What follows belongs to an exercise in optimizing a design on an open flow for small area and a short achievable clock period; a production flow would make more cautious choices. The RTL was checked by simulation tests, not by an equivalence proof against the original design.

`flow/design.v`:
```
module cerxa_core (
    input  wire        clk,
    input  wire        rst,
    output wire [15:0] imem_addr,
    output wire        imem_en,
    input  wire [23:0] imem_rdata,
    output wire        dmem_re,
    output wire        dmem_we,
    output wire [17:0] dmem_addr,
    output wire [7:0]  dmem_wdata,
    input  wire [7:0]  dmem_rdata,
    output wire        io_re,
    output wire        io_we,
    output wire [15:0] io_addr,
    output wire [7:0]  io_wdata,
    input  wire [7:0]  io_rdata
);
    localparam [7:0]                   OP_ADD   = 8'h01, OP_SUB    = 8'h02,
                     OP_ADDC  = 8'h03, OP_SUBC  = 8'h04, OP_CARRY  = 8'h05,
                     OP_CARRYC= 8'h06, OP_BORROW= 8'h07, OP_BORROWC= 8'h08,
                     OP_AND   = 8'h09, OP_OR    = 8'h0A, OP_XOR    = 8'h0B,
                     OP_SHL   = 8'h0C, OP_SHR   = 8'h0D, OP_SAR    = 8'h0E,
                     OP_MULL  = 8'h0F, OP_MULH  = 8'h10, OP_SEQ    = 8'h11,
                     OP_SLTU  = 8'h12, OP_SLTS  = 8'h13, OP_ADDD   = 8'h14,
                     OP_SUBD  = 8'h15, OP_DCAR  = 8'h16, OP_DAA    = 8'h17;
    localparam [7:0] OP_ADDI  = 8'h20, OP_ANDI  = 8'h21, OP_ORI    = 8'h22,
                     OP_XORI  = 8'h23, OP_SHLI  = 8'h24, OP_SHRI   = 8'h25,
                     OP_SARI  = 8'h26, OP_SEQI  = 8'h27, OP_SLTIU  = 8'h28,
                     OP_MOVI  = 8'h29, OP_ADDP  = 8'h2A;
    localparam [7:0] OP_MFS   = 8'h30, OP_MTS   = 8'h31;
    localparam [7:0] OP_LD    = 8'h40, OP_ST    = 8'h41, OP_LDP    = 8'h42,
                     OP_STP   = 8'h43;
    localparam [7:0] OP_IN    = 8'h50, OP_OUT   = 8'h51, OP_INR    = 8'h52,
                     OP_OUTR  = 8'h53;
    localparam [7:0] OP_BEQ   = 8'h60, OP_BNE   = 8'h61, OP_BLTU   = 8'h62,
                     OP_BGEU  = 8'h63, OP_BLTS  = 8'h64, OP_BGES   = 8'h65,
                     OP_BEQI  = 8'h68, OP_BNEI  = 8'h69;
    localparam [7:0] OP_JMP   = 8'h70, OP_CALL  = 8'h71, OP_JR     = 8'h72,
                     OP_CALLR = 8'h73, OP_RET   = 8'h74;
    reg  [127:0] gr;                
    reg  [15:0] cnt_r, lnk_r, iob_r;
    reg  [2:0]  dsb_r;
    reg  [15:0] pc_f;
    reg  [23:0] ir_d;
    reg         v_d;
    reg  [15:0] rep_cnt;            
    reg  [23:0] ir_x;               
    reg         v_x;
    reg         c_unc, c_eq, c_ne, c_lt, c_ge, c_lts, c_ges;   
    reg         x_subd;             
    reg  [15:0] opa_x;              
    reg  [7:0]  opb_x;              
    reg         cin_x;              
    reg         x_add, x_cin;       
    reg         m_ld, m_st, m_in, m_out;
    reg         m_zld;              
    reg  [3:0]  m_dst;
    reg  [15:0] m_addr;
    reg  [7:0]  m_data;
    reg         w_ld, w_in, w_zld;
    reg  [3:0]  w_dst;
    reg         w2_v;
    reg  [3:0]  w2_dst;
    reg  [7:0]  w2_data;
    function [7:0] rev8;
        input [7:0] x;
        rev8 = {x[0], x[1], x[2], x[3], x[4], x[5], x[6], x[7]};
    endfunction
    function [6:0] dig10;
        input       sub;
        input [4:0] x;
        reg   [6:0] v;
        reg   [2:0] q;
        begin
            v = sub ? {{2{x[4]}}, x} : {2'b00, x};
            if      ($signed(v) >= 7'sd30)  q = 3'd3;
            else if ($signed(v) >= 7'sd20)  q = 3'd2;
            else if ($signed(v) >= 7'sd10)  q = 3'd1;
            else if ($signed(v) >= 7'sd0)   q = 3'd0;
            else if ($signed(v) >= -7'sd10) q = 3'b111;
            else                            q = 3'b110;
            v = v - {{4{q[2]}}, q} * 7'd10;
            dig10 = {q, v[3:0]};
        end
    endfunction
    function [4:0] dig10b;
        input [3:0] m;
        input [2:0] c;
        reg   [4:0] v;
        begin
            v = {1'b0, m} + {{2{c[2]}}, c};
            if ($signed(v) >= 5'sd10)     dig10b = {1'b1, v[3:0] - 4'd10};
            else if ($signed(v) < 5'sd0)  dig10b = {1'b1, v[3:0] + 4'd10};
            else                          dig10b = {1'b0, v[3:0]};
        end
    endfunction
    function lt8;
        input [7:0] a, b;
        reg   [7:0] l1, e1;
        reg   [3:0] l2, e2;
        reg   [1:0] l3, e3;
        integer k;
        begin
            l1 = ~a & b;
            e1 = ~(a ^ b);
            for (k = 0; k < 4; k = k + 1) begin
                l2[k] = l1[2*k+1] | (e1[2*k+1] & l1[2*k]);
                e2[k] = e1[2*k+1] & e1[2*k];
            end
            for (k = 0; k < 2; k = k + 1) begin
                l3[k] = l2[2*k+1] | (e2[2*k+1] & l2[2*k]);
                e3[k] = e2[2*k+1] & e2[2*k];
            end
            lt8 = l3[1] | (e3[1] & l3[0]);
        end
    endfunction
    wire [7:0] gv [0:15];
    wire [7:0] gev [0:7];
    wire [7:0] godv [0:7];
    genvar gi;
    generate
        for (gi = 0; gi < 16; gi = gi + 1) begin : gview
            assign gv[gi] = gr[8*gi +: 8];
        end
        for (gi = 0; gi < 8; gi = gi + 1) begin : bview
            assign gev[gi]  = gr[16*gi +: 8];
            assign godv[gi] = gr[16*gi + 8 +: 8];
        end
    endgenerate
    wire [7:0] op   = ir_x[23:16];
    wire [3:0] fd   = ir_x[15:12];
    wire [3:0] fa   = ir_x[11:8];
    wire [3:0] fb   = ir_x[7:4];
    wire [7:0] imm8 = ir_x[7:0];
    wire [15:0] tgt_x = ir_x[15:0];
    wire [7:0]  ra   = opa_x[7:0];
    wire [15:0] gp   = opa_x;
    wire [7:0]  opb  = opb_x;
    wire        is_alu_n = (op >= OP_ADD) && (op <= OP_DAA);
    wire        is_alu_i = (op >= OP_ADDI) && (op <= OP_MOVI);
    wire        c0       = x_add ^ !(x_cin && cin_x);
    wire [8:0]  s9       = {1'b0, ra} + {1'b0, opb ^ {8{!x_add}}} + {8'd0, c0};
    wire        ltu      = !s9[8];
    wire        lts      = ltu ^ ra[7] ^ opb[7];
    wire        eq       = (ra == opb);
    wire        is_shl   = (op == OP_SHL) || (op == OP_SHLI);
    wire        sfill    = ((op == OP_SAR) || (op == OP_SARI)) && ra[7];
    wire [7:0]  sh_in    = is_shl ? rev8(ra) : ra;
    wire [15:0] sh_ext   = {{8{sfill}}, sh_in} >> opb[2:0];
    wire [7:0]  sh_r     = (opb[7:3] != 5'd0) ? {8{sfill}} : sh_ext[7:0];
    wire [15:0] prod     = ra * opb;
    wire        is_subd  = x_subd;
    wire [4:0]  bu       = is_subd ? ({1'b0, ra[3:0]} - {1'b0, opb[3:0]})
                                   : ({1'b0, ra[3:0]} + {1'b0, opb[3:0]});
    wire [4:0]  bt       = is_subd ? ({1'b0, ra[7:4]} - {1'b0, opb[7:4]})
                                   : ({1'b0, ra[7:4]} + {1'b0, opb[7:4]});
    wire [6:0]  dmu      = dig10(is_subd, bu);      
    wire [6:0]  dmt      = dig10(is_subd, bt);      
    wire [4:0]  dm2      = dig10b(dmt[3:0], dmu[6:4]);   
    wire [1:0]  dcar     = dmt[5:4] + {1'b0, dm2[4]};
    reg  [7:0]  alu_r;
    always @(*) begin
        case (op)
            OP_ADD, OP_ADDI, OP_SUB,
            OP_ADDC, OP_SUBC:  alu_r = s9[7:0];
            OP_CARRY,
            OP_CARRYC:         alu_r = {7'd0, s9[8]};
            OP_BORROW, OP_BORROWC,
            OP_SLTU, OP_SLTIU: alu_r = {7'd0, ltu};
            OP_AND,  OP_ANDI:  alu_r = ra & opb;
            OP_OR,   OP_ORI:   alu_r = ra | opb;
            OP_XOR,  OP_XORI:  alu_r = ra ^ opb;
            OP_SHL,  OP_SHLI:  alu_r = rev8(sh_r);
            OP_SHR,  OP_SHRI,
            OP_SAR,  OP_SARI:  alu_r = sh_r;
            OP_MULL:           alu_r = prod[7:0];
            OP_MULH:           alu_r = prod[15:8];
            OP_SEQ,  OP_SEQI:  alu_r = {7'd0, eq};
            OP_SLTS:           alu_r = {7'd0, lts};
            OP_ADDD, OP_SUBD,
            OP_DAA:            alu_r = {dm2[3:0], dmu[3:0]};
            OP_DCAR:           alu_r = {6'd0, dcar};
            OP_MOVI:           alu_r = imm8;
            default:           alu_r = 8'h00;
        endcase
    end
    wire        b_eq     = (ra == opb);
    wire        b_ltu    = lt8(ra, opb);
    wire        b_lts    = lt8({~ra[7], ra[6:0]}, {~opb[7], opb[6:0]});
    wire        take_x   = c_unc || (c_eq && b_eq) || (c_ne && !b_eq) ||
                           (c_lt && b_ltu) || (c_ge && !b_ltu) ||
                           (c_lts && b_lts) || (c_ges && !b_lts);
    wire        is_iob   = (op == OP_IN) || (op == OP_OUT);
    wire        is_call  = (op == OP_CALL) || (op == OP_CALLR);
    wire [15:0] add_a    = is_iob ? iob_r : gp;
    wire [15:0] add_b    = is_iob ? {4'd0, ir_x[11:0]} : {{8{imm8[7]}}, imm8};
    wire [15:0] sum16    = add_a + add_b;
    wire        is_ld   = (op == OP_LD) || (op == OP_LDP);
    wire        is_st   = (op == OP_ST) || (op == OP_STP);
    wire        is_in   = (op == OP_IN) || (op == OP_INR);
    wire        is_out  = (op == OP_OUT) || (op == OP_OUTR);
    wire        is_post = (op == OP_LDP) || (op == OP_STP);
    wire [15:0] maddr   = is_post ? gp : sum16;
    wire        d_resv  = maddr[15];                  
    wire        is_mfs  = (op == OP_MFS);
    wire        is_mts  = (op == OP_MTS);
    wire        xw_sgl  = v_x && (is_alu_n || is_alu_i || (is_mfs && fb == 4'h2));
    wire        xw_pair = v_x && ((op == OP_ADDP) || is_post ||
                                  (is_mfs && (fb == 4'h0 || fb == 4'h1 || fb == 4'h3)));
    wire [2:0]  xw_row  = xw_pair ? (is_post ? fa[2:0] : fd[2:0]) : fd[3:1];
    wire        xw_ev   = xw_pair || (xw_sgl && !fd[0]);
    wire        xw_od   = xw_pair || (xw_sgl &&  fd[0]);
    reg  [15:0] xw_val;
    always @(*) begin
        if (is_mfs) begin
            case (fb[1:0])
                2'd0:    xw_val = cnt_r;
                2'd1:    xw_val = lnk_r;
                2'd2:    xw_val = {13'd0, dsb_r};
                default: xw_val = iob_r;
            endcase
        end else if ((op == OP_ADDP) || is_post)
            xw_val = sum16;
        else
            xw_val = {8'd0, alu_r};
    end
    wire [7:0]  xw_even = xw_val[7:0];
    wire [7:0]  xw_odd  = xw_pair ? xw_val[15:8] : xw_val[7:0];
    function xhit;
        input [3:0] r;
        input       xwo, xwe;    
        input [2:0] xrow;        
        xhit = (r[0] ? xwo : xwe) && (xrow == r[3:1]);
    endfunction
    wire xw_cnt = v_x && is_mts && (fb == 4'h0);
    wire xw_lnk = v_x && ((is_mts && (fb == 4'h1)) || is_call);
    wire xw_dsb = v_x && is_mts && (fb == 4'h2) && (ra[7:3] == 5'd0);
    wire xw_iob = v_x && is_mts && (fb == 4'h3);
    wire [7:0] ld_data = w_zld ? 8'h00 : dmem_rdata;
    function [7:0] rd_next;
        input [3:0]  r;           
        input [7:0]  cur;         
        input        xwo, xwe;    
        input [2:0]  xrow;        
        input [7:0]  xo, xe;      
        input        wl;          
        input [3:0]  wd;
        input [7:0]  wdat;
        input        w2;          
        input [3:0]  w2d;
        input [7:0]  w2dat;
        begin
            if (xhit(r, xwo, xwe, xrow))
                rd_next = r[0] ? xo : xe;
            else if (wl && (wd == r))
                rd_next = wdat;
            else if (w2 && (w2d == r))
                rd_next = w2dat;
            else
                rd_next = cur;
        end
    endfunction
    wire [7:0]  op_d      = ir_d[23:16];
    wire        d_is_pre  = v_d && (op_d[7:2] == 6'b100000);
    wire [15:0] d_pre_n   = op_d[1] ? cnt_r : ir_d[15:0];
    wire        d_pre_z   = (d_pre_n == 16'd0);
    wire        hold_d    = v_d && !d_is_pre && (rep_cnt[15:1] != 15'd0);
    wire [3:0]  d_fd = ir_d[15:12];
    wire [3:0]  d_fa = ir_d[11:8];
    wire [3:0]  d_fb = ir_d[7:4];
    wire [3:0]  d_fx = ir_d[3:0];
    wire        d_br   = (op_d[7:4] == 4'h6);
    wire        d_alun = (op_d[7:5] == 3'b000);
    wire        d_pair = (op_d == OP_ADDP) || (op_d[7:4] == 4'h4) ||
                         (op_d == OP_INR) || (op_d == OP_OUTR) ||
                         (op_d == OP_JR) || (op_d == OP_CALLR) ||
                         ((op_d == OP_MTS) && (d_fb[1:0] != 2'd2));
    wire [3:0]  d_ra   = d_br ? d_fd : d_fa;
    wire [2:0]  d_row  = d_pair ? d_fa[2:0] : d_ra[3:1];
    wire        d_lodd = !d_pair && d_ra[0];
    wire [3:0]  d_rb   = d_alun ? d_fb : d_br ? d_fa : d_fd;
    wire [7:0]  d_gae  = gev[d_row];
    wire [7:0]  d_gao  = godv[d_row];
    wire [7:0]  d_ga   = rd_next({d_row, d_lodd}, d_lodd ? d_gao : d_gae, xw_od, xw_ev, xw_row, xw_odd, xw_even,
                                 w_ld, w_dst, ld_data, w2_v, w2_dst, w2_data);
    wire [7:0]  d_gah  = rd_next({d_row, 1'b1}, d_gao, xw_od, xw_ev, xw_row, xw_odd, xw_even,
                                 w_ld, w_dst, ld_data, w2_v, w2_dst, w2_data);
    wire [7:0]  d_gb   = rd_next(d_rb, gv[d_rb], xw_od, xw_ev, xw_row, xw_odd, xw_even,
                                 w_ld, w_dst, ld_data, w2_v, w2_dst, w2_data);
    wire [7:0]  d_gx   = rd_next(d_fx, gv[d_fx], xw_od, xw_ev, xw_row, xw_odd, xw_even,
                                 w_ld, w_dst, ld_data, w2_v, w2_dst, w2_data);
    wire [15:0] d_lnk  = xw_lnk ? (is_call ? pc_f : gp) : lnk_r;
    wire [15:0] d_word = ((op_d == OP_JR) || (op_d == OP_CALLR)) ? {d_gah, d_ga} :
                         (op_d == OP_RET) ? d_lnk :
                         d_br ? pc_f + 16'd1 + {{8{ir_d[7]}}, ir_d[7:0]} : ir_d[15:0];
    wire        d_bimm = (op_d[7:4] == 4'h2);
    wire        d_bri  = (op_d == OP_BEQI) || (op_d == OP_BNEI);
    wire [7:0]  d_opb  = d_bimm ? ir_d[7:0] : d_bri ? {4'd0, d_fa} :
                         (op_d == OP_DAA) ? 8'd0 : d_gb;
    assign imem_addr  = take_x ? tgt_x : pc_f;
    assign imem_en    = !rst && !hold_d;
    assign dmem_re    = m_ld  && !rst;
    assign dmem_we    = m_st  && !rst;
    assign dmem_addr  = {m_addr[14], m_addr[14] ? dsb_r : 3'd0, m_addr[13:0]};
    assign dmem_wdata = m_data;
    assign io_re      = m_in  && !rst;
    assign io_we      = m_out && !rst;
    assign io_addr    = m_addr;
    assign io_wdata   = m_data;
    reg  [127:0] g_next;
    reg  [15:0]  g_we;
    integer i;
    wire [7:0] xr_even = rst ? 8'h00 : xw_even;
    wire [7:0] xr_odd  = rst ? 8'h00 : xw_odd;
    reg        selx;
    always @(*) begin
        for (i = 0; i < 16; i = i + 1) begin
            selx = rst || xhit(i, xw_od, xw_ev, xw_row);
            g_we[i] = selx || (w2_v && (w2_dst == i));
            g_next[8*i +: 8] = selx ? (i[0] ? xr_odd : xr_even) : w2_data;
        end
    end
    integer j;
    always @(posedge clk) begin
        for (j = 0; j < 16; j = j + 1)
            if (g_we[j]) gr[8*j +: 8] <= g_next[8*j +: 8];
    end
    always @(posedge clk) begin
        if (rst) begin
            cnt_r   <= 16'd0;
            lnk_r   <= 16'd0;
            iob_r   <= 16'd0;
            dsb_r   <= 3'd0;
            pc_f    <= 16'd0;
            v_d     <= 1'b0;
            rep_cnt <= 16'd0;
            v_x     <= 1'b0;
            c_unc   <= 1'b0;
            c_eq    <= 1'b0;
            c_ne    <= 1'b0;
            c_lt    <= 1'b0;
            c_ge    <= 1'b0;
            c_lts   <= 1'b0;
            c_ges   <= 1'b0;
            m_ld    <= 1'b0;
            m_zld   <= 1'b0;
            m_st    <= 1'b0;
            m_in    <= 1'b0;
            m_out   <= 1'b0;
            w_ld    <= 1'b0;
            w_in    <= 1'b0;
            w2_v    <= 1'b0;
        end else begin
            pc_f <= imem_addr + {15'd0, !hold_d};
            if (!hold_d)
                v_d  <= !(d_is_pre && d_pre_z);
            rep_cnt <= d_is_pre ? d_pre_n : rep_cnt - {15'd0, hold_d};
            v_x    <= v_d;
            c_unc  <= v_d && ((op_d == OP_JMP) || (op_d == OP_CALL) || (op_d == OP_JR) ||
                              (op_d == OP_CALLR) || (op_d == OP_RET));
            c_eq   <= v_d && ((op_d == OP_BEQ) || (op_d == OP_BEQI));
            c_ne   <= v_d && ((op_d == OP_BNE) || (op_d == OP_BNEI));
            c_lt   <= v_d && (op_d == OP_BLTU);
            c_ge   <= v_d && (op_d == OP_BGEU);
            c_lts  <= v_d && (op_d == OP_BLTS);
            c_ges  <= v_d && (op_d == OP_BGES);
            m_ld  <= v_x && is_ld && !d_resv;
            m_st  <= v_x && is_st && !d_resv;
            m_in  <= v_x && is_in;
            m_out <= v_x && is_out;
            m_zld <= v_x && is_ld && d_resv;
            w_ld  <= (m_ld || m_zld) && !xhit(m_dst, xw_od, xw_ev, xw_row);
            w_in  <= m_in && !xhit(m_dst, xw_od, xw_ev, xw_row);
            w2_v  <= (w_ld || w_in) && !xhit(w_dst, xw_od, xw_ev, xw_row);
            if (xw_cnt) cnt_r <= gp;
            if (xw_lnk) lnk_r <= is_call ? pc_f : gp;
            if (xw_iob) iob_r <= gp;
            if (xw_dsb) dsb_r <= ra[2:0];
        end
    end
    always @(posedge clk) begin
        if (!hold_d)
            ir_d <= imem_rdata;
        ir_x   <= {ir_d[23:16], d_word};
        opa_x  <= {d_gah, d_ga};
        opb_x  <= d_opb;
        cin_x  <= d_gx[0];
        x_add  <= (op_d == OP_ADD) || (op_d == OP_ADDI) || (op_d == OP_ADDC) ||
                  (op_d == OP_CARRY) || (op_d == OP_CARRYC);
        x_subd <= (op_d == OP_SUBD);
        x_cin  <= (op_d == OP_ADDC) || (op_d == OP_SUBC) ||
                  (op_d == OP_CARRYC) || (op_d == OP_BORROWC);
        m_dst  <= fd;
        m_addr <= maddr;
        m_data <= opb;
        w_dst  <= m_dst;
        w_zld  <= m_zld;
        w2_dst  <= w_dst;
        w2_data <= w_ld ? ld_data : io_rdata;
    end
endmodule
```
`flow/flow/run.sh`:
```
#!/bin/bash
set -euo pipefail
bash standard.sh BUFFER_PORTS_ARGS="-buffer_cell sky130_fd_sc_hd__buf_2" SETUP_SLACK_MARGIN=7.7 finish > standard_flow.log 2>&1
```
`flow/standard.sh`:
```
#!/bin/bash
# synth_recipe.tcl (not shown) runs the flow's synth.tcl, then flattens the netlist and writes it again
# the make line also repeats each setting of config.mk as NAME=value (left out here)
make -C /OpenROAD-flow-scripts/flow DESIGN_CONFIG=/design/flow/config.mk WORK_HOME=/design/flow/orfs CLKGATE_MAP_FILE= SYNTH_SCRIPT=/design/flow/synth_recipe.tcl "${@:-finish}"
```
`flow/config.mk`:
```
export PLATFORM = sky130hd
export DESIGN_NAME = cerxa_core
export DESIGN_NICKNAME = cerxa_core
export VERILOG_FILES = /design/flow/design.v
export SDC_FILE = /design/flow/constraint.sdc
export NUM_CORES = 4
export LEC_CHECK = 0
export ABC_AREA = 1
export CAP_MARGIN = 20
export CORE_MARGIN = 2
export CORE_UTILIZATION = 50
export CTS_BUF_LIST = sky130_fd_sc_hd__clkbuf_8
export PLACE_DENSITY = 0.62
export SLEW_MARGIN = 20
```
`flow/constraint.sdc`:
```
create_clock -name core_clock -period 14.0 [get_ports {clk}]
set_input_delay 2.8000 -clock core_clock [delete_from_list [all_inputs] [get_ports {clk}]]
set_output_delay 2.8000 -clock core_clock [all_outputs]
set_load 0.01 [all_outputs]
```
==> results of run 1 <==
[layout make-up]
class	count	area [sq um]
multi-input cells	2819	15400
fillers	4924	22100
repair buffers	185	1270
flip-flops and latches	349	8530
clock buffers	70	963
diodes	4	10.0
inverters	487	1850
well taps	680	851
clock inverters	42	408
[flip-flops by register name, summed over array words and instances (netlist names), 3 cells and up]
signal and count:
cnt_r 16, m_data 8, gr 128, opb_x 8
lnk_r 16, m_addr 16, m_dst 4, ir_x 24
ir_d 24, w_dst 4, iob_r 16, rep_cnt 16
pc_f 16, dsb_r 3, w2_data 8, w2_dst 4
opa_x 16
[per-stage QoR]
step,area [sq um]
6_report,29300
2_1_floorplan,26200
4_1_cts,28800
5_1_grt,29200
3_3_place_gp,27100
3_5_place_dp,27200
[layout by cell type, fill, tap and decap left out, types with 11 or more instances in the layout]
cell type  count
nand2_1     1115
inv_1        460
o21ai_0      403
nor2_1       294
nand3_1      211
dfxtp_1      189
a21oi_1      169
edfxtp_1     152
ha_1         113
buf_2        111
clkbuf_8      70
nand4_1       67
buf_4         62
xor2_1        49
fa_1          43
nor3_1        34
o21ai_1       31
o211ai_1      29
inv_2         27
xnor2_1       20
nor2_2        17
nand3b_1      14
clkinv_2      13
a41oi_2       12
a31oi_1       11
[cells by family after synthesis]
| family | share of synthesized area [%] |
|---|---|
| buffers and inverters | 9.96 |
| adder cells (fa/ha/maj) | 9.16 |
| AND/OR/NAND/NOR | 29.4 |
| flip-flops | 32.6 |
| AO/OA/AOI/OAI | 16.3 |
| XOR/XNOR | 2.58 |
[worst max-delay path: cells and delay by family]
family                 cells  cell delay, ns
buffers and inverters      3            0.61
AND/OR/NAND/NOR            1            0.04
[routing by layer]
layer,vias up,global-route usage [%],part of all wire [%]
li1,12700,-,-
met1,13100,53.1,38
met2,1947,63.2,44
met3,383,9.63,12
met4,2,21.2,5.8
met5,-,0,0.0099
[worst max path at each step]
stage / from / endpoint / slack (ns) / cells after the start
CTS: opa_x[7]$_DFF_P_ / imem_addr[4] / 7.70 / 16
global route: opb_x[4]$_DFF_P_ / gr[8]$_DFFE_PP_ / 7.64 / 38
floorplan: rst / dmem_re / 7.71 / 5
finish: rst / imem_en / 7.74 / 4
detailed placement: opb_x[0]$_DFF_P_ / gr[8]$_DFFE_PP_ / 6.71 / 36
global placement: opb_x[0]$_DFF_P_ / gr[88]$_DFFE_PP_ / 6.79 / 36
[repair_timing]
action,4_1_cts,5_1_grt
endpoints found under the setup margin,126,81
gates resized for setup,55,46
setup buffers,9,19
pin swaps,1,16
gates cloned,2,0
==> flow_summary_export.csv, run 1 <==
group,metric,value,unit
clocking,clk_path_buf_depth,3,
detailed_routing,drtIter0Drc,3704,
global_route,grtUsageTotal,40.9,%
placement,place_congestion,1.07,
sta,period_minus_slack,6.26,ns
worst_setup_path,required,11.20,ns
placement,dp_hpwl,84.1,mm
global_route,grt_pass1_wl,164,mm
floorplanning,die_height,232,microns
global_route,grt_max_degree,54,
placement,port_buffers,112,
synthesis,yosysTopAreaCell,"edfxtp_1",
detailed_routing,vias,28100,
worst_setup_path,critical_path.slowest_cell,"buf_8",
floorplanning,coreArea,51400,sq um
worst_setup_path,regToRegSetupSlack,8.03,ns
global_route,grt_pass1_vias,26300,
sta,final-setup-viol-count,0,
clocking,root_buffer,"clkbuf_8",
synthesis,yosysMostFrequentCell,"nand2_1",
finish,nNetsFinal,4109,
sta,grt_setup_unrepaired,"yes",
synthesis,synth_edf_count,152,
clocking,cts_tree,"built",
worst_setup_path,rr_endpoint,"gr[8]$_DFFE_PP_",
synthesis,synth_warnings,1,
worst_setup_path,reg2reg_depth,37,
worst_setup_path,regToRegStartpoint,"opb_x[1]$_DFF_P_",
clocking,cts_buffers,61,
global_route,overflow,0,
synthesis,ys_top_cells_by_area,"edfxtp_1 17%, nand2_1 16%, dfxtp_1 15%",
sta,min_period_over_period,44.7,%
finish,post-route-util,56.9,%
status,outcome,"timing/DRC/antenna clean",
job,cap_violations,0,
floorplanning,rows,83,
synthesis,synth_fp_nets,4020,
finish,final_layout_size_suffix_gt1_share,11.5,%
clocking,clk_pin_slew_worst_paths,0.06,ns
min_path,min_from,"m_dst[3]$_DFF_P_",
synthesis,yosys-top-cells-count,"1119 x nand2_1, 459 x inv_1, 414 x o21ai_0",
detailed_routing,drcViolationCount,0,
finish,finalNonFillerCells,4636,
floorplanning,ios,113,
sta,tns,0,ns
synthesis,ys_async_sr_fraction,0,%
min_path,min_path_type,"reg2reg",
worst_setup_path,path_cells,"buf_8 -> buf_16 -> nor2_4 -> buf_2",
worst_setup_path,max_stage_delay,0.23,ns
min_path,min_path_cells,0,
synthesis,synth_ff_type,"dfxtp_1",
synthesis,ys_seq_area_share,32.6,%
sta,slew_headroom,24.9,%
worst_setup_path,cp-start-kind,"input port",
min_path,holdPathEnd,"w_dst[3]$_DFF_P_",
sta,hold_ws,0.365,ns
synthesis,netlist_instances,3814,
floorplanning,dieArea,54000,sq um
global_route,antenna_found_initial,2,
floorplanning,die_w,232,microns
worst_setup_path,crit_path_end_kind,"primary output",
synthesis,syn_avg_cell_area,6.84,sq um
sta,fmax,160,MHz
detailed_routing,drt_pass1_iterations,7,
sta,hold_viol_final,0,
sta,skew,0.0695,ns
finish,synthToLayoutAreaGrowth,12.1,%
worst_setup_path,crit_path_max_fanout,26,
sta,slew_viol_final,0,
detailed_routing,vias_per_cell,6.07,
detailed_routing,ant_nets,0,
synthesis,syn-cell-area,26100,sq um
clocking,cts.sinks,349,
placement,dp.cells,4490,
synthesis,synthDistinctLibCells,66,
worst_setup_path,critPathArrivalTime,3.46,ns
detailed_routing,finalWirelength,112,mm
sta,worst-slew-pin-transition,1.12,ns
sta,timing.final.ws_setup,7.74,ns
synthesis,synth_top_area_share,17.5,%
placement,dpl_worst_slack,6.71,ns
clocking,cts_hold_buf,0,
synthesis,synth-seq-cells,349,
floorplanning,start_util,50.8,%
clocking,clk_latency,0.72,ns
clocking,ctsHtreeMaxLevel,2,
detailed_routing,wl_per_cell,24.1,microns
worst_setup_path,path_class,"in2out",
==> run 2, diff against run 1 <==
--- a/flow/config.mk
+++ b/flow/config.mk
@@ -10,5 +10,7 @@
 export CORE_MARGIN = 2
 export CORE_UTILIZATION = 50
 export CTS_BUF_LIST = sky130_fd_sc_hd__clkbuf_8
+export CTS_CLUSTER_DIAMETER = 80
+export CTS_CLUSTER_SIZE = 12
 export PLACE_DENSITY = 0.62
 export SLEW_MARGIN = 20
==> run 2 against run 1 <==
Compared with the run above:
- critical path type unchanged
- fmax decreased by 0.51%
- still clean
- area after synthesis unchanged
- critical endpoint unchanged
- register-to-register slack improved by 0.02 ns
- first-iteration DRC count decreased by 4.3%
==> flow_summary_export.csv, run 2 <==
group,metric,value,unit
sta,timing.final.ws_setup,7.71,ns
clocking,clk_latency,0.66,ns
synthesis,yosysTopAreaCell,"edfxtp_1",
detailed_routing,wl_per_cell,24.2,microns
clocking,cts.sinks,349,
floorplanning,die_w,232,microns
status,outcome,"timing/DRC/antenna clean",
sta,fmax,159,MHz
detailed_routing,finalWirelength,111,mm
synthesis,synthDistinctLibCells,66,
global_route,grt_pass1_vias,26000,
worst_setup_path,cp-start-kind,"input port",
floorplanning,rows,83,
sta,min_period_over_period,45.0,%
detailed_routing,vias_per_cell,6.04,
detailed_routing,drcViolationCount,0,
worst_setup_path,crit_path_max_fanout,26,
sta,final-setup-viol-count,0,
floorplanning,ios,113,
global_route,grt_pass1_wl,162,mm
floorplanning,coreArea,51400,sq um
floorplanning,dieArea,54000,sq um
worst_setup_path,critPathArrivalTime,3.49,ns
finish,largestRegisters,"gr: 128 flops, ir_d: 24 flops, ir_x: 24 flops",
detailed_routing,vias,27700,
floorplanning,die_height,232,microns
worst_setup_path,required,11.20,ns
clocking,root_buffer,"clkbuf_8",
synthesis,yosys-top-cells-count,"1119 x nand2_1, 459 x inv_1, 414 x o21ai_0",
worst_setup_path,crit_path_end_kind,"primary output",
detailed_routing,drt_pass1_iterations,6,
synthesis,synth_warnings,1,
synthesis,ys_seq_area_share,32.6,%
clocking,cts_buffers,37,
synthesis,yosysMostFrequentCell,"nand2_1",
synthesis,syn-cell-area,26100,sq um
synthesis,synth_ff_type,"dfxtp_1",
synthesis,synth_fp_nets,4020,
sta,skew,0.0655,ns
sta,hold_ws,0.360,ns
synthesis,synth-seq-cells,349,
detailed_routing,ant_nets,0,
finish,largest_reg_flops,128,
worst_setup_path,path_class,"in2out",
synthesis,ys_async_sr_fraction,0,%
synthesis,netlist_instances,3814,
clocking,clk_path_buf_depth,3,
global_route,grtUsageTotal,40.5,%
global_route,grt_max_degree,54,
finish,nNetsFinal,4086,
global_route,overflow,0,
placement,port_buffers,112,
clocking,cts_tree,"built",
finish,final_cell_mix,"1114 x nand2_1, 469 x inv_1, 402 x o21ai_0, 292 x nor2_1, 213 x nand3_1",
sta,hold_viol_final,0,
sta,slew_viol_final,0,
placement,dpl_worst_slack,6.71,ns
min_path,min_path_type,"reg2reg",
sta,grt_setup_unrepaired,"no",
clocking,ctsHtreeMaxLevel,2,
sta,period_minus_slack,6.29,ns
placement,place_congestion,1.07,
synthesis,synth_edf_count,152,
synthesis,synth_top_area_share,17.5,%
sta,slew_headroom,23.3,%
sta,worst-slew-pin-transition,1.15,ns
synthesis,syn_avg_cell_area,6.84,sq um
finish,top_register,"gr",
finish,final_layout_size_suffix_gt1_share,10.3,%
sta,tns,0,ns
finish,fill_cells,5041,
job,cap_violations,0,
clocking,clk_pin_slew_worst_paths,0.10,ns
detailed_routing,drtIter0Drc,3543,
synthesis,ys_top_cells_by_area,"edfxtp_1 17%, nand2_1 16%, dfxtp_1 15%",
finish,synthToLayoutAreaGrowth,9.31,%
placement,dp_hpwl,84.1,mm
finish,mostFrequentLayoutCell,"nand2_1",
floorplanning,start_util,50.8,%
global_route,antenna_found_initial,4,
## run 2: changes by cell type in the layout (fill, tap and decap cells not counted), moves of 2 or more
cell and change:
ha_1 +3, inv_1 +9, inv_4 -2, nand3_1 +2, clkinv_1 -3, inv_8 +2
nor2_1 -2, nand2_2 +2, ha_4 -3, clkbuf_8 -31, clkinv_2 -12, clkinv_4 -4
bufinv_16 -6
## run 2: cells by family (layout without fill, tap and decap cells)
kind of cell / after synthesis / count (layout) / share of synthesized area, %
adder cells (fa/ha/maj): 164 / 164 / 9.16
flip-flops: 349 / 349 / 32.6
other: 0 / 3 / 0
AND/OR/NAND/NOR: 1828 / 1828 / 29.4
buffers and inverters: 646 / 736 / 9.96
XOR/XNOR: 76 / 76 / 2.58
AO/OA/AOI/OAI: 751 / 751 / 16.3
## run 2: worst max-delay path: stages
cell,delay [ns]
buf_8,0.24
buf_16,0.25
nor2_4,0.03
buf_2,0.15
## run 2: routing by layer
metal,vias up,GRT usage [%],wire [microns]
li1,12600,-,-
met1,12800,52.3,42200
met2,1916,61.7,47600
met3,378,10.0,14100
met4,4,23.0,6900
met5,-,0,70
## run 2: repair_timing
action	4_1_cts	5_1_grt
gates cloned	1	1
hold buffers	0	0
setup endpoints to repair	124	88
buffers inserted	7	22
pin swaps	0	13
gates resized for setup	49	50
## run 2: worst paths after layout
| path | start | endpoint | slack (ns) | depth (start not counted) |
|---|---|---|---|---|
| setup / recovery | rst | imem_en | 7.71 | 4 |
| hold / removal | m_dst[0]$_DFF_P_ | w_dst[0]$_DFF_P_ | 0.36 | 0 |
| setup reg to reg | opb_x[5]$_DFF_P_ | gr[8]$_DFFE_PP_ | 8.05 | 37 |
| hold reg to reg | m_dst[0]$_DFF_P_ | w_dst[0]$_DFF_P_ | 0.36 | 0 |
## run 2: final cells by class
type / instances / area (sq um) / area share (%)
multi-input cells: 2819 / 15300 / 53.7
flip-flops and latches: 349 / 8530 / 29.9
inverters: 487 / 1850 / 6.48
repair buffers: 186 / 1260 / 4.42
well taps: 680 / 851 / 2.98
clock buffers: 39 / 537 / 1.88
clock inverters: 24 / 153 / 0.535
diodes: 3 / 7.51 / 0.0263
## run 2: per-stage QoR
stage,util [%],cells,cell area [sq um]
after floorplan,-,3814,26200
after global placement,52.8,4490,27100
after detailed placement,52.8,4490,27200
after CTS,54.6,4561,28100
after global routing,55.5,4585,28500
final,55.5,4587,28500
==> run 3, diff against run 2 <==
==> flow/flow/run.sh (replaced) <==
#!/bin/bash
set -euo pipefail
bash standard.sh BUFFER_PORTS_ARGS="-buffer_cell sky130_fd_sc_hd__buf_2" SETUP_SLACK_MARGIN=8 finish > standard_flow.log 2>&1
--- a/flow/config.mk
+++ b/flow/config.mk
@@ -10,7 +10,5 @@
 export CORE_MARGIN = 2
 export CORE_UTILIZATION = 50
 export CTS_BUF_LIST = sky130_fd_sc_hd__clkbuf_8
-export CTS_CLUSTER_DIAMETER = 80
-export CTS_CLUSTER_SIZE = 12
 export PLACE_DENSITY = 0.62
 export SLEW_MARGIN = 20
==> run 3 against run 2 <==
Compared with the run above:
- routed wire length is 2.9% higher
- area after synthesis stayed put
- sequential share of layout area is 1.5 points lower
- first-iteration DRC count is 11% higher
- register-to-register slack hardly changed
- largest cell class unchanged
==> flow_summary_export.csv, run 3 <==
group,metric,value,unit
status,outcome,"timing/DRC/antenna clean",
sta,fmax,166,MHz
floorplanning,ios,113,
floorplanning,coreArea,51400,sq um
sta,slew_headroom,17.8,%
min_path,min_path_type,"reg2reg",
clocking,clk_latency,0.69,ns
worst_setup_path,crit_path_end_kind,"primary output",
sta,min_period_over_period,43.0,%
synthesis,synth_fp_nets,4020,
finish,largest_reg_flops,128,
finish,nNetsFinal,4163,
detailed_routing,wl_per_cell,24.3,microns
clocking,cts_hold_buf,0,
global_route,grt_pass1_wl,165,mm
sta,tns,0,ns
sta,skew,0.0610,ns
clocking,ctsHtreeMaxLevel,3,
worst_setup_path,regToRegStartpoint,"opb_x[4]$_DFF_P_",
synthesis,synth_top_area_share,17.5,%
clocking,cts.sinks,349,
finish,seq_area,8540,sq um
finish,final_cell_mix,"1086 x nand2_1, 455 x inv_1, 387 x o21ai_0, 286 x nor2_1, 208 x nand3_1",
clocking,cts_buffers,66,
sta,slew_viol_final,0,
min_path,holdPathEnd,"w_zld$_DFF_P_",
worst_setup_path,crit_path_max_fanout,8,
detailed_routing,vias_per_cell,6.00,
finish,top_register,"gr",
floorplanning,dieArea,54000,sq um
clocking,cts_tree,"built",
synthesis,ys_top_cells_by_area,"edfxtp_1 17%, nand2_1 16%, dfxtp_1 15%",
synthesis,synth_ff_type,"dfxtp_1",
synthesis,syn_avg_cell_area,6.84,sq um
sta,period_minus_slack,6.02,ns
global_route,grt_max_degree,68,
finish,largestRegisters,"gr: 128 flops, ir_d: 24 flops, ir_x: 24 flops",
synthesis,synth_edf_count,152,
worst_setup_path,reg2reg_depth,37,
detailed_routing,drtIter0Drc,3922,
sta,final-setup-viol-count,0,
synthesis,syn-cell-area,26100,sq um
sta,hold_viol_final,0,
finish,final_layout_size_suffix_gt1_share,14.6,%
finish,multi_input_area,15800,sq um
detailed_routing,drt_pass1_iterations,6,
detailed_routing,finalWirelength,114,mm
synthesis,synthDistinctLibCells,66,
min_path,min_path_cells,0,
placement,dpl_worst_slack,6.69,ns
synthesis,netlist_instances,3814,
finish,synthToLayoutAreaGrowth,15.1,%
worst_setup_path,required,11.20,ns
synthesis,synth-seq-cells,349,
synthesis,ys_async_sr_fraction,0,%
clocking,root_buffer,"clkbuf_8",
worst_setup_path,critPathArrivalTime,3.22,ns
floorplanning,rows,83,
placement,dp_hpwl,84.2,mm
clocking,clk_path_buf_depth,3,
floorplanning,start_util,50.8,%
global_route,grt_pass1_vias,26400,
finish,mostFrequentLayoutCell,"nand2_1",
worst_setup_path,path_class,"reg2out",
worst_setup_path,cp-start-kind,"flop",
detailed_routing,ant_nets,0,
finish,fill_cells,4957,
synthesis,synth_warnings,1,
sta,timing.final.ws_setup,7.98,ns
min_path,min_from,"m_zld$_SDFF_PP0_",
sta,worst-slew-pin-transition,1.22,ns
detailed_routing,vias,28200,
job,cap_violations,0,
global_route,antenna_found_initial,2,
floorplanning,die_w,232,microns
worst_setup_path,rr_endpoint,"opb_x[0]$_DFF_P_",
sta,grt_setup_unrepaired,"yes",
placement,port_buffers,112,
worst_setup_path,regToRegSetupSlack,8.04,ns
floorplanning,die_height,232,microns
detailed_routing,drcViolationCount,0,
placement,place_congestion,1.06,
synthesis,yosys-top-cells-count,"1119 x nand2_1, 459 x inv_1, 414 x o21ai_0",
global_route,grtUsageTotal,41.3,%
synthesis,ys_seq_area_share,32.6,%
synthesis,yosysTopAreaCell,"edfxtp_1",
clocking,clk_pin_slew_worst_paths,0.06,ns
global_route,overflow,0,
synthesis,yosysMostFrequentCell,"nand2_1",
## run 3: cell count changes in the layout (fill, tap and decap cells not counted), sizes merged
cell / change
diode: +1
nand2: +2
inv: +1
clkbuf: +33
bufbuf: -1
buf: +48
clkinv: +15
bufinv: +4
## run 3: cell type report
| type | instances | share of cell area (%) |
|---|---|---|
| repair buffers | 232 | 5.41 |
| diodes | 4 | 0.0333 |
| well taps | 680 | 2.83 |
| clock inverters | 44 | 1.17 |
| inverters | 487 | 6.19 |
| multi-input cells | 2821 | 52.6 |
| clock buffers | 73 | 3.34 |
| flip-flops and latches | 349 | 28.4 |
## run 3: how the worst max path moves through the flow
stage	start	end
5_1_grt	opb_x[5]$_DFF_P_	gr[40]$_DFFE_PP_
2_1_floorplan	rst	dmem_re
3_5_place_dp	opb_x[1]$_DFF_P_	imem_addr[15]
3_3_place_gp	opb_x[1]$_DFF_P_	imem_addr[15]
4_1_cts	opa_x[5]$_DFF_P_	imem_addr[0]
6_report	opb_x[6]$_DFF_P_	imem_addr[11]
## run 3: kinds of logic (layout without fill, tap and decap cells)
family / Yosys count / count (layout) / synth area share (%)
AOI/OAI and AO/OA: 751 / 751 / 16.3
adders and majority gates: 164 / 164 / 9.16
DFF: 349 / 349 / 32.6
and+or+nand+nor: 1828 / 1830 / 29.4
xor gates and xnor gates: 76 / 76 / 2.58
buffers and inverters: 646 / 836 / 9.96
other: 0 / 4 / 0
## run 3: metal layers
metal | vias to the layer above | GRT usage, % | share of wire (%)
li1 | 12800 | - | -
met1 | 13000 | 52.7 | 38
met2 | 1937 | 63.7 | 44
met3 | 385 | 11.7 | 13
met4 | 0 | 21.2 | 5.9
met5 | - | 0 | 0
## run 3: critical path: stages (launching register included)
cell	delay, ns
dfxtp_2	0.34
buf_12	0.12
clkinvlp_4	0.10
buf_6	0.13
ha_4	0.23
nor3_4	0.18
nand2_2	0.11
a21oi_4	0.22
nor3_4	0.09
nand2_1	0.09
nand2_2	0.06
nor2_4	0.13
buf_12	0.18
buf_6	0.11
nand3b_1	0.11
nand2_2	0.13
inv_1	0.05
buf_2	0.13
## run 3: what timing repair did
action,CTS,global route
pin swaps,14,53
endpoints found under the hold margin,0,0
buffers inserted,42,30
resized for setup,88,157
cloned,0,3
setup endpoints to repair,150,135
## run 3: through the flow
stage	hold WS [ns]	std cells	utilization, %	instance area, sq um
after global routing	0.371	4686	58.4	30000
after floorplan	0.326	3814	-	26200
after global placement	0.349	4493	52.8	27100
after detailed placement	0.359	4494	52.8	27100
after CTS	0.366	4653	56.7	29200
final	0.363	4690	58.4	30000
==> run 4, diff against run 3 <==
--- a/flow/config.mk
+++ b/flow/config.mk
@@ -10,5 +10,7 @@
 export CORE_MARGIN = 2
 export CORE_UTILIZATION = 50
 export CTS_BUF_LIST = sky130_fd_sc_hd__clkbuf_8
+export CTS_CLUSTER_DIAMETER = 80
+export CTS_CLUSTER_SIZE = 12
 export PLACE_DENSITY = 0.62
 export SLEW_MARGIN = 20
==> run 4 against run 3 <==
Compared with the run above:
- still clean on timing, DRC and antenna
- routed wire length fell by 0.52%
- flip-flop and latch count stayed put
- hold slack better by 0.0030 ns
- area after synthesis did not move
- critical path depth shrank 3
- global-route usage down 0.39 points
- via count decreased by 0.42%
- count of clock-buffer cells in the layout shrank 32
- die area did not move
- largest cell class unchanged
- highest routed layer is now met5
==> flow_summary_export.csv, run 4 <==
group,metric,value,unit
sta,slew_headroom,22.6,%
detailed_routing,wl_per_cell,24.5,microns
sta,worst-slew-pin-transition,1.15,ns
clocking,cts.sinks,349,
clocking,root_buffer,"clkbuf_8",
finish,top_register,"gr",
global_route,grtUsageTotal,40.9,%
synthesis,ys_async_sr_fraction,0,%
sta,fmax,166,MHz
global_route,overflow,0,
synthesis,yosys-top-cells-count,"1119 x nand2_1, 459 x inv_1, 414 x o21ai_0",
worst_setup_path,crit_path_end_kind,"primary output",
worst_setup_path,path_class,"reg2out",
sta,skew,0.0658,ns
min_path,min_path_type,"reg2reg",
clocking,clk_latency,0.67,ns
finish,synthToLayoutAreaGrowth,12.2,%
sta,timing.final.ws_setup,7.98,ns
placement,dpl_worst_slack,6.69,ns
global_route,grt_pass1_vias,26000,
detailed_routing,drcViolationCount,0,
detailed_routing,ant_nets,0,
global_route,grt_pass1_wl,164,mm
synthesis,yosysMostFrequentCell,"nand2_1",
job,cap_violations,0,
synthesis,netlist_instances,3814,
sta,hold_viol_final,0,
floorplanning,start_util,50.8,%
floorplanning,die_w,232,microns
detailed_routing,finalWirelength,113,mm
synthesis,synth_ff_type,"dfxtp_1",
synthesis,synth_top_area_share,17.5,%
detailed_routing,vias_per_cell,6.05,
synthesis,syn_avg_cell_area,6.84,sq um
global_route,antenna_found_initial,11,
sta,grt_setup_unrepaired,"yes",
detailed_routing,vias,28000,
status,outcome,"timing/DRC/antenna clean",
sta,period_minus_slack,6.02,ns
sta,slew_viol_final,0,
finish,nNetsFinal,4130,
finish,final_layout_size_suffix_gt1_share,13.0,%
synthesis,synth_fp_nets,4020,
synthesis,ys_top_cells_by_area,"edfxtp_1 17%, nand2_1 16%, dfxtp_1 15%",
sta,final-setup-viol-count,0,
clocking,cts_tree,"built",
placement,dp_hpwl,84.2,mm
worst_setup_path,crit_path_max_fanout,20,
worst_setup_path,cp-start-kind,"flop",
clocking,clk_path_buf_depth,3,
clocking,cts_hold_buf,0,
synthesis,synth-seq-cells,349,
finish,fill_cells,5053,
finish,largest_reg_flops,128,
synthesis,synth_warnings,1,
floorplanning,die_height,232,microns
finish,final_cell_mix,"1092 x nand2_1, 455 x inv_1, 393 x o21ai_0, 286 x nor2_1, 207 x nand3_1",
clocking,clk_pin_slew_worst_paths,0.09,ns
floorplanning,dieArea,54000,sq um
sta,tns,0,ns
placement,place_congestion,1.06,
synthesis,yosysTopAreaCell,"edfxtp_1",
synthesis,ys_seq_area_share,32.6,%
detailed_routing,drtIter0Drc,3885,
synthesis,synth_edf_count,152,
worst_setup_path,critPathArrivalTime,3.22,ns
floorplanning,rows,83,
detailed_routing,drt_pass1_iterations,6,
finish,largestRegisters,"gr: 128 flops, ir_d: 24 flops, ir_x: 24 flops",
sta,min_period_over_period,43.0,%
clocking,ctsHtreeMaxLevel,2,
finish,finalNonFillerCells,4633,
synthesis,synthDistinctLibCells,66,
finish,mostFrequentLayoutCell,"nand2_1",
placement,dp.cells,4494,
placement,port_buffers,112,
global_route,grt_max_degree,68,
floorplanning,ios,113,
worst_setup_path,required,11.20,ns
synthesis,syn-cell-area,26100,sq um
floorplanning,coreArea,51400,sq um
clocking,cts_buffers,38,
-- run 4: cell counts after synthesis --
No cell type changed its count.
-- run 4: cell families (layout without fill, tap and decap cells) --
family,after synthesis,after routing,share of synthesized area [%]
fa+ha+maj,164,164,9.16
flops,349,349,32.6
simple gates,1828,1831,29.4
compound gates,751,751,16.3
buf+inv,646,779,9.96
other cells,0,3,0
xor+xnor,76,76,2.58
-- run 4: cell type report --
class | instances | area [sq um] | share of cell area, %
inverters | 487 | 1860 | 6.34
clock buffers | 41 | 564 | 1.93
diodes | 3 | 7.51 | 0.0256
clock inverters | 25 | 131 | 0.449
well taps | 680 | 851 | 2.91
flip-flops and latches | 349 | 8540 | 29.2
repair buffers | 226 | 1610 | 5.50
multi-input cells | 2822 | 15700 | 53.7
-- run 4: worst paths after layout --
check | startpoint | endpoint | slack, ns | cells after the start
max | opb_x[0]$_DFF_P_ | imem_addr[4] | 7.98 | 14
min | m_dst[3]$_DFF_P_ | w_dst[3]$_DFF_P_ | 0.37 | 0
max reg2reg | opb_x[5]$_DFF_P_ | gr[104]$_DFFE_PP_ | 8.08 | 37
min reg2reg | m_dst[3]$_DFF_P_ | w_dst[3]$_DFF_P_ | 0.37 | 0
-- run 4: critical path, stage by stage, from the launching register on --
cell and delay, ns:
dfxtp_1 0.41, buf_12 0.20, clkinv_4 0.12, ha_1 0.30, nor2_1 0.10, nand2_1 0.09
nor2_2 0.21, nor2_1 0.10, nor3_4 0.20, buf_12 0.19, buf_8 0.16, nand3_1 0.13
nand2_2 0.12, inv_2 0.06, buf_2 0.13
-- run 4: metal layers --
layer  track usage (%)  vias to the layer above  part of all wire, %
li1                  -                    12700                    -
met1              52.2                    13000                   38
met2              63.7                     1868                   44
met3              11.1                      407                   12
met4              20.5                       14                  5.7
met5                 0                        -                0.084
-- run 4: what timing repair did --
| item | in CTS | in global routing |
|---|---|---|
| setup endpoints to repair | 138 | 132 |
| setup buffers | 35 | 29 |
| pin swaps | 12 | 52 |
| gates resized for setup | 83 | 135 |
| cloned | 0 | 5 |
-- run 4: through the flow --
stage / hold slack [ns] / area [sq um] / util [%]
after global placement: 0.349 / 27100 / 52.8
after CTS: 0.363 / 28400 / 55.3
after global routing: 0.376 / 29300 / 57.0
after floorplan: 0.326 / 26200 / -
after detailed placement: 0.359 / 27100 / 52.8
final: 0.366 / 29300 / 57.0
==> run 5, diff against run 4 <==
==> flow/flow/run.sh (replaced) <==
#!/bin/bash
set -euo pipefail
bash standard.sh BUFFER_PORTS_ARGS="-buffer_cell sky130_fd_sc_hd__buf_2" SETUP_SLACK_MARGIN=8.3 finish > standard_flow.log 2>&1
==> run 5 against run 4 <==
Compared with the run above:
- critical path type is now in2out
- routed wire length rose by 0.59%
- fmax fell by 0.66%
- area after synthesis did not move
- still clean
==> flow_summary_export.csv, run 5 <==
group,metric,value,unit
placement,dp_hpwl,83.8,mm
clocking,ctsHtreeMaxLevel,2,
sta,final-setup-viol-count,0,
sta,worst-slew-pin-transition,1.21,ns
synthesis,synth_top_area_share,17.5,%
min_path,min_from,"ir_x[15]$_DFF_P_",
min_path,min_path_cells,0,
clocking,clk_path_buf_depth,3,
detailed_routing,wl_per_cell,24.4,microns
detailed_routing,ant_nets,0,
worst_setup_path,regToRegStartpoint,"opb_x[5]$_DFF_P_",
floorplanning,coreArea,51400,sq um
synthesis,yosys-top-cells-count,"1119 x nand2_1, 459 x inv_1, 414 x o21ai_0",
clocking,cts_tree,"built",
worst_setup_path,path_class,"in2out",
detailed_routing,drt_pass1_iterations,7,
floorplanning,die_w,232,microns
finish,final_cell_mix,"1070 x nand2_1, 447 x inv_1, 357 x o21ai_0, 281 x nor2_1, 195 x nand3_1",
synthesis,synth_ff_type,"dfxtp_1",
finish,top_register,"gr",
min_path,min_path_type,"reg2reg",
placement,dpl_worst_slack,6.82,ns
finish,mostFrequentLayoutCell,"nand2_1",
worst_setup_path,crit_start,"rst",
global_route,grtUsageTotal,41.5,%
global_route,grt_pass1_wl,168,mm
detailed_routing,drtIter0Drc,4406,
finish,nNetsFinal,4187,
global_route,grt_pass1_vias,26600,
detailed_routing,drcViolationCount,0,
worst_setup_path,cp-start-kind,"input port",
floorplanning,rows,83,
job,cap_violations,0,
synthesis,synth_warnings,1,
clocking,clk_pin_slew_worst_paths,0.09,ns
clocking,clk_latency,0.68,ns
finish,synthToLayoutAreaGrowth,16.5,%
sta,min_period_over_period,43.3,%
synthesis,synth_fp_nets,4020,
synthesis,syn_avg_cell_area,6.84,sq um
sta,skew,0.0750,ns
sta,tns,0,ns
worst_setup_path,required,11.20,ns
clocking,cts.sinks,349,
floorplanning,ios,113,
global_route,grt_max_degree,54,
sta,slew_headroom,19.4,%
floorplanning,die_height,232,microns
synthesis,yosysTopAreaCell,"edfxtp_1",
finish,largestRegisters,"gr: 128 flops, ir_d: 24 flops, ir_x: 24 flops",
sta,fmax,165,MHz
global_route,antenna_found_initial,3,
sta,slew_viol_final,0,
worst_setup_path,crit_path_max_fanout,7,
synthesis,ys_top_cells_by_area,"edfxtp_1 17%, nand2_1 16%, dfxtp_1 15%",
floorplanning,dieArea,54000,sq um
finish,largest_reg_flops,128,
floorplanning,start_util,50.8,%
global_route,overflow,0,
worst_setup_path,reg2reg_depth,38,
detailed_routing,vias,28500,
status,outcome,"timing/DRC/antenna clean",
placement,dp.cells,4487,
sta,period_minus_slack,6.06,ns
placement,port_buffers,112,
detailed_routing,vias_per_cell,6.09,
synthesis,ys_async_sr_fraction,0,%
placement,place_congestion,1.06,
synthesis,synth-seq-cells,349,
synthesis,syn-cell-area,26100,sq um
synthesis,synth_edf_count,152,
sta,hold_viol_final,0,
synthesis,synthDistinctLibCells,66,
worst_setup_path,critPathArrivalTime,3.26,ns
sta,grt_setup_unrepaired,"yes",
worst_setup_path,crit_path_end_kind,"primary output",
clocking,root_buffer,"clkbuf_8",
detailed_routing,finalWirelength,114,mm
synthesis,netlist_instances,3814,
synthesis,yosysMostFrequentCell,"nand2_1",
finish,finalNonFillerCells,4687,
sta,hold_ws,0.381,ns
finish,final_layout_size_suffix_gt1_share,16.3,%
clocking,cts_buffers,37,
synthesis,ys_seq_area_share,32.6,%
sta,timing.final.ws_setup,7.94,ns
finish,fill_cells,4785,
run 5: cell counts after synthesis:
Identical to the previous run, type by type.
run 5: repair_timing:
action,CTS,global route
setup buffers,97,33
setup endpoints to repair,186,175
gates cloned,4,0
pin swaps,43,79
gates resized for setup,212,189
hold buffers,0,0
run 5: final timing paths:
| check | end | slack [ns] |
|---|---|---|
| setup / recovery | dmem_re | 7.94 |
| hold / removal | m_dst[3]$_DFF_P_ | 0.38 |
| setup reg to reg | gr[120]$_DFFE_PP_ | 8.12 |
| hold reg to reg | m_dst[3]$_DFF_P_ | 0.38 |
run 5: layout make-up:
cell class | count | area (sq um) | share of cell area, %
sequential | 349 | 8550 | 28.1
clock inverter | 24 | 150 | 0.494
antenna | 2 | 5.00 | 0.0165
timing repair buffer | 285 | 2230 | 7.35
tap | 680 | 851 | 2.80
multi-input combinational | 2821 | 16200 | 53.3
clock buffer | 39 | 537 | 1.77
inverter | 487 | 1870 | 6.14
run 5: layer usage:
layer  global-route usage, %  up-vias  part of all wire [%]
met2                    63.9     1908                    44
li1                        -    12800                     -
met5                       0        -                 0.058
met3                    8.49      412                    11
met4                    22.0        4                   6.2
met1                    54.9    13400                    39
run 5: logic make-up after synthesis:
| family | share of synthesized area (%) |
|---|---|
| xor gates and xnor gates | 2.58 |
| buffers and inverters | 9.96 |
| DFF | 32.6 |
| AOI/OAI and AO/OA | 16.3 |
| adders and majority gates | 9.16 |
| and+or+nand+nor | 29.4 |
run 5: stage by stage:
step           area, sq um  util (%)
2_1_floorplan        26200         -
3_3_place_gp         27100      52.7
3_5_place_dp         27100      52.8
4_1_cts              29500      57.3
5_1_grt              30400      59.1
6_report             30400      59.1
run 5: worst max-delay path, cell delays in order:
cell and delay [ns]:
buf_16 0.11, buf_16 0.15, nor2_4 0.09, buf_6 0.10

static timing again, ports no longer ideal:
No port has a modelled driver above. Below, the same layouts with a new extraction and two added sets of constraints.
Step 1, drivers: a clkbuf_16 drives clk and a buf_2 each remaining input, both assumed.
Step 2 moves the port delays by t, midway between the first and last clock arrival at a register: inputs arrive t later, outputs are due t later. That takes back most of the time a late clock gives input paths.
Three values: ideal ports, drivers, drivers and shift; two values: the first two.
run | t (ns) | setup slack, ns | worst slew at a driven data input, ns
run 1 | 0.747 | 7.739 / 7.676 / 7.676 | 0.06
run 2 | 0.694 | 7.707 / 7.645 / 7.645 | 0.06
run 3 | 0.724 | 7.979 / 7.917 / 7.947 | 0.07
run 4 | 0.706 | 7.985 / 7.920 / 7.952 | 0.07
run 5 | 0.709 | 7.945 / 7.811 / 7.811 | 0.17
After both steps setup and hold are still met in every run listed. For run 5, which loses most, drivers alone change the setup slack by -0.134 ns; drivers and shift together by -0.134 ns.
